What follows belongs to an exercise in optimizing a design on an open flow for small area, a short achievable clock period and few clock cycles per item; a production flow would make more cautious choices. Function was checked by simulation only, so behaviour that the tests miss may differ from the original. Power figures rest on the tool's default switching activity, not on a simulated workload.

==> inputs of job 3545 <==
## dec_channel
module dec_channel (
    input  wire         clk,
    input  wire         rst_n,
    input  wire [2:0]   cfg_order,       
    input  wire [5:0]   cfg_decim_m1,    
    input  wire         cfg_grow,        
    input  wire [39:0]  cfg_shift,       
    input  wire [4:0]   cfg_out_shift,   
    input  wire         cfg_fir_en,
    input  wire [3:0]   cfg_taps,        
    input  wire [143:0] cfg_coef,        
    input  wire         cfg_thr_en,
    input  wire [4:0]   cfg_thr_k,       
    input  wire [7:0]   cfg_thr_persist,
    input  wire         cfg_thr_freeze,
    input  wire         cfg_thr_clr_en,
    input  wire [15:0]  cfg_thr_upper,
    input  wire [15:0]  cfg_thr_lower,
    input  wire [15:0]  cfg_thr_hyst,
    input  wire         in_valid,
    input  wire [15:0]  in_data,
    output wire         in_ready,
    output reg          out_valid,
    output reg          out_settled,
    output reg  [31:0]  out_v32,
    output reg          out_sat32,
    output reg  [15:0]  out_v16,
    output reg          out_clamp16,
    output reg  [31:0]  out_base,
    output reg          out_evt_high,
    output reg          out_evt_low,
    output reg          out_evt_clear,
    output reg  [1:0]   out_thr_state
);
clock: 40.0 ns
lec_check: 0
cap_margin: 20
cell_pad_in_sites_detail_placement: 1
cell_pad_in_sites_global_placement: 1
core_margin: 2
core_utilization: 30
cts_cluster_diameter: 100
cts_cluster_size: 20
place_density: 0.45
setup_slack_margin: 1.5
slew_margin: 20
standard.sh (not shown) runs the stock make flow with config.mk's settings and CLKGATE_MAP_FILE= SYNTH_SCRIPT=/design/flow/synth_recipe.tcl, a recipe that flattens the netlist after the stock synthesis.
==> flow/flow/run.sh <==
#!/bin/bash
# The standard layout (the standard.sh, unchanged synthesis and steps),
# with buf_2 as the cell for the port buffers instead of the buffer the
# placer picks by default. Every port still gets its buffer.
set -euo pipefail
export BUFFER_PORTS_ARGS="-buffer_cell sky130_fd_sc_hd__buf_2"
bash standard.sh > flow.log 2>&1
==> job 8156: changes against job 3545 <==
--- a/flow/design.v
+++ b/flow/design.v
@@ -41,34 +41,34 @@
     reg [4:0]  os_q;
     reg        fir_q;
     reg [3:0]  taps_q;
     reg        then_q;
     reg [4:0]  k_q;
     reg [7:0]  pers_q;
     reg        frz_q;
     reg        clr_q;
-    reg [15:0] up_q, lo_q, hy_q;
+    reg [15:0] up_q;
+    reg        lnz_q;          
     reg        rst_q;
     always @(posedge clk) begin
         n_q    <= cfg_order;
         m1_q   <= cfg_decim_m1;
         grow_q <= cfg_grow;
         sh_q   <= cfg_shift;
         os_q   <= cfg_out_shift;
         fir_q  <= cfg_fir_en;
         taps_q <= cfg_taps;
         then_q <= cfg_thr_en;
         k_q    <= cfg_thr_k;
         pers_q <= (cfg_thr_persist == 8'd0) ? 8'd1 : cfg_thr_persist;
         frz_q  <= cfg_thr_freeze;
         clr_q  <= cfg_thr_clr_en;
         up_q   <= cfg_thr_upper;
-        lo_q   <= cfg_thr_lower;
-        hy_q   <= cfg_thr_hyst;
+        lnz_q  <= (cfg_thr_lower != 16'd0);
         rst_q  <= rst_n;
     end
     reg [2:0] clog2_m;
     always @(*) begin
         if (m1_q[5])      clog2_m = 3'd6;
         else if (m1_q[4]) clog2_m = 3'd5;
         else if (m1_q[3]) clog2_m = 3'd4;
         else if (m1_q[2]) clog2_m = 3'd3;
@@ -118,32 +118,31 @@
             cc_d[i] <= (n_q == 3'd3) ? cs[3 + i] : (n_q == 3'd4) ? cs[4 + i] : cs[(5 + i) % 10];
         cl_d <= (n_q == 3'd3) ? cs[5] : (n_q == 3'd4) ? cs[7] : cs[9];
         sa_d <= grow_q ? {1'b0, os_q} : cl_d;
         nb_d <= grow_q ? ($signed({2'b00, w_d}) - $signed({3'b000, os_q}) + ((os_q != 5'd0) ? 8'sd1 : 8'sd0))
                        : ($signed({2'b00, w_d}) - $signed({2'b00, cl_d}));
         narrow_d <= (nb_d <= 8'sd17);
         hh_d <= fir_q ? taps_q[3:1] : 3'd0;
         setk_d <= {2'd0, n_q} + (fir_q ? {1'b0, taps_q} : 5'd1) - 5'd1;
-        tb_d <= (narrow_d ? {2'd0, hh_d} + 5'd1 : ({2'd0, hh_d} + 5'd1) * 5'd3) > {2'd0, n_q}
-              ? (narrow_d ? {2'd0, hh_d} + 5'd1 : ({2'd0, hh_d} + 5'd1) * 5'd3)
-              : {2'd0, n_q};
+        tb_d <= !narrow_d ? ({2'd0, hh_d} + 5'd1) * 5'd3 + 5'd4
+              : ({2'd0, hh_d} + 5'd1 > {2'd0, n_q}) ? {2'd0, hh_d} + 5'd1 : {2'd0, n_q};
     end
     reg        in_ready_q;
     reg        in_v_q, in_t_q;
     reg [15:0] xin;
     reg [5:0]  pcnt;           
     reg [4:0]  gap;            
     assign in_ready = in_ready_q;
     wire       take     = in_valid & in_ready_q & rst_n;
     wire       is_last  = (pcnt == m1_q);
     wire [5:0] pcnt_inc = pcnt + 6'd1;
     wire [4:0] gap_inc  = (gap == 5'd31) ? 5'd31 : gap + 5'd1;
     reg  [2:0] warm;           
-    wire [4:0] tb_e   = (warm == 3'd7) ? tb_d : 5'd24;
+    wire [4:0] tb_e   = (warm == 3'd7) ? tb_d : 5'd28;
     wire rdy_nt = !((pcnt == m1_q) && (gap_inc < tb_e));
     wire rdy_t  = is_last ? 1'b1 : !((pcnt_inc == m1_q) && (gap_inc < tb_e));
     always @(posedge clk) begin
         xin    <= in_data;
         in_v_q <= take;
         in_t_q <= take & is_last;
         if (!rst_n) begin
             pcnt       <= 6'd0;
@@ -318,17 +317,16 @@
     wire [17:0] chb  = wb54[18*fm +: 18] & {18{okb}};
     wire        cin  = (fm != 2'd0) && cy[fp];
     wire [18:0] psum = {1'b0, cha} + {1'b0, chb} + {18'd0, cin};
     reg        f1_v, f1_first, f1_mpos, f1_last, f1_set;
     reg [17:0] op_q;
     reg [17:0] coef_q;
     reg        f2_done, f2_set;
     reg signed [39:0] acc;
-    reg [35:0] lacc;
     always @(posedge clk) begin
         if (!rst_q) begin
             fa   <= 1'b0;
             f1_v <= 1'b0;
             f2_done <= 1'b0;
         end else begin
             if (push) begin
                 fa <= 1'b1;
@@ -383,19 +381,18 @@
     end
     localparam [39:0] BK = 40'd0 - (40'd1 << 19) * 40'd87381;
     always @(posedge clk) begin
         if (fa) cy[fp] <= psum[18];
         op_q   <= psum[17:0];
         coef_q <= fir_q ? cfg_coef[18*fp +: 18] : 18'h04000;
         acc <= abase + brow[0] + brow[1] + brow[2] + brow[3] + brow[4] + brow[5]
              + brow[6] + brow[7] + brow[8] + bneg + BK;
-        if (f1_v && f1_first && f1_mpos) lacc <= {acc[17:0], lacc[35:18]};
     end
-    wire [75:0] fsum = narrow_d ? {{36{acc[39]}}, acc} : {acc, lacc};
+    wire [75:0] fsum = narrow_d ? {{36{acc[39]}}, acc} : {acc, v[35:0]};    
     wire        frup = fsum[13] && ((|fsum[12:0]) || fsum[14]);
     wire [53:0] fval = fsum[67:14] + {53'd0, frup};
     reg signed [53:0] v;
     reg        vset;
     reg        t0, t1, t2;
     reg [71:0] b;
     reg        bval;
     reg [1:0]  st;
@@ -406,19 +403,19 @@
     wire [71:0] vv = {{2{v[53]}}, v, 16'd0};
     always @(posedge clk) dd <= vv - b;
     wire [55:0] dhi  = dd[71:16];
     wire        in20 = (&dhi[55:19]) | ~(|dhi[55:19]);
     wire signed [19:0] d20 = in20 ? dhi[19:0] : (dhi[55] ? 20'sh80000 : 20'sh7ffff);
     wire        zlo  = |b[15:0];      
     reg signed [19:0] uh_d, hl_d, nl_d;
     always @(posedge clk) begin
-        uh_d <= $signed({4'd0, up_q}) - $signed({4'd0, hy_q});
-        hl_d <= $signed({4'd0, hy_q}) - $signed({4'd0, lo_q});
-        nl_d <= -$signed({4'd0, lo_q});
+        uh_d <= $signed({4'd0, cfg_thr_upper}) - $signed({4'd0, cfg_thr_hyst});
+        hl_d <= $signed({4'd0, cfg_thr_hyst}) - $signed({4'd0, cfg_thr_lower});
+        nl_d <= -$signed({4'd0, cfg_thr_lower});
     end
     wire signed [19:0] up20 = $signed({4'd0, up_q});
     wire c_up = zlo ? (d20 >= up20) : (d20 > up20);       
     wire c_ch = !(zlo ? (d20 >= uh_d) : (d20 > uh_d));    
     wire c_cl = d20 >= hl_d;                              
     wire c_lo = d20 < nl_d;                               
     reg  [1:0] st_a, st_b;
     reg  [7:0] hc_b, lc_b;
@@ -438,17 +435,17 @@
         if (st_a == ST_NORMAL) begin
             if (up_q != 16'd0 && c_up) begin
                 hc_b = hc_b + 8'd1;
                 lc_b = 8'd0;
                 if (hc_b >= pers_q) begin
                     st_b = ST_HIGH;
                     ev_high = 1'b1;
                 end
-            end else if (lo_q != 16'd0 && c_lo) begin
+            end else if (lnz_q && c_lo) begin
                 lc_b = lc_b + 8'd1;
                 hc_b = 8'd0;
                 if (lc_b >= pers_q) begin
                     st_b = ST_LOW;
                     ev_low = 1'b1;
                 end
             end else begin
                 hc_b = 8'd0;
@@ -471,16 +468,17 @@
     wire [55:0] bhi   = b[71:16];
     wire        brnd  = b[15] && ((|b[14:0]) || b[16]);
     wire        bin32 = (&bhi[55:31]) | ~(|bhi[55:31]);
     wire [31:0] bsat  = bin32 ? ((bhi[31:0] == 32'h7fffffff && brnd) ? 32'h7fffffff : bhi[31:0] + {31'd0, brnd})
                               : (bhi[55] ? 32'h80000000 : 32'h7fffffff);
     wire        vin32 = (&v[53:31]) | ~(|v[53:31]);
     wire [31:0] vsat  = vin32 ? v[31:0] : (v[53] ? 32'h80000000 : 32'h7fffffff);
     always @(posedge clk) begin
+        if (f1_v && f1_first && f1_mpos) v[35:0] <= {acc[17:0], v[35:18]};
         if (f2_done) begin
             v    <= fval;
             vset <= f2_set;
         end
         if (t1) begin
             bcy   <= bn0[36];
             cmt_q <= cmt;
             ini_q <= ini;
@@ -509,17 +507,17 @@
             st <= ST_NORMAL;
             hc <= 8'd0;
             lc <= 8'd0;
             out_valid <= 1'b0;
         end else begin
             t0 <= f2_done;
             t1 <= t0;
             t2 <= t1;
-            out_valid <= t1;
+            out_valid <= t1 & rst_n;    
             if (t1) begin
                 if (ini) bval <= 1'b1;
                 if (evl) begin
                     st <= st_b;
                     hc <= hc_b;
                     lc <= lc_b;
                 end
             end
==> reports/results.txt <==
top-area cell type share of the netlist area -> 29.1%
Starting Density -> 30.1%
Non-clock buffer share -> 2.56%
status -> finished clean
Clock buf/inv share -> 3.60%
global-route wire length before repair -> 679000 um
Critical Path Start Type -> flop
Clk Latency, worst-skew pair -> 0.93 ns
Seq. pwr -> 2.49 mW
the above is filed under job 3545

==> reports/results.txt <==
Clk Latency, worst-skew pair -> 0.92 ns
Clock buf/inv share -> 3.58%
global-route wire length before repair -> 699000 um
Non-clock buffer share -> 2.86%
CP cell instances -> buf_2 -> inv_1 -> ha_1 -> fa_1 -> nor2b_1 -> o21ai_0 -> a21boi_0 -> o21ai_0 -> a21boi_0 -> o21ai_0 -> a21boi_0 -> o21a_1 -> o41ai_1 -> o21ai_0 -> xor2_1
Critical Path Start Type -> input pin
vias post-DR -> 92400
met2 usage -> 39.4%
Starting Density -> 30.1%
PnR worst setup slack -> 29.54 ns
drt drc -> 0
Seq. pwr -> 2.39 mW
Layout Utilization -> 33.3%
most common cell in the synthesized netlist -> edfxtp_1
status -> finished clean
I/O Pins -> 377
the above is filed under job 8156

Testbench counts of job 3545, summed over its fixed seeds: cycles 18,619, items 16,384.
Testbench counts of job 8156, summed over its fixed seeds: cycles 18,619, items 16,384.

## what the ideal ports hide
The flow's constraints put no driver on any port. The routed layouts listed below were extracted and timed again, unchanged, in two steps. Step 1 assumes that a clkbuf_16 drives the clock port and a buf_2 every other input. Step 2 times the ports against the registers' clock, not the clock port: input delays grow and output delays shrink by t, the midpoint of the rising clock arrivals with the driver on. a / b / c = no drivers / after step 1 / after step 2; a / b = the first two.
| run | t (ns) | setup slack, ns | latest minus earliest clock arrival (ns) | pins driven straight from the clock port |
|---|---|---|---|---|
| job 3545 | 0.996 | 30.500 / 30.391 / 30.638 | 0.112 / 0.112 | 1 |
| job 8156 | 0.974 | 29.539 / 29.623 / 28.650 | 0.111 / 0.111 | 1 |
After both steps every run listed still meets setup and hold. The setup slack of job 8156, which loses most, moves by +0.084 ns with the drivers and by -0.889 ns with both steps.
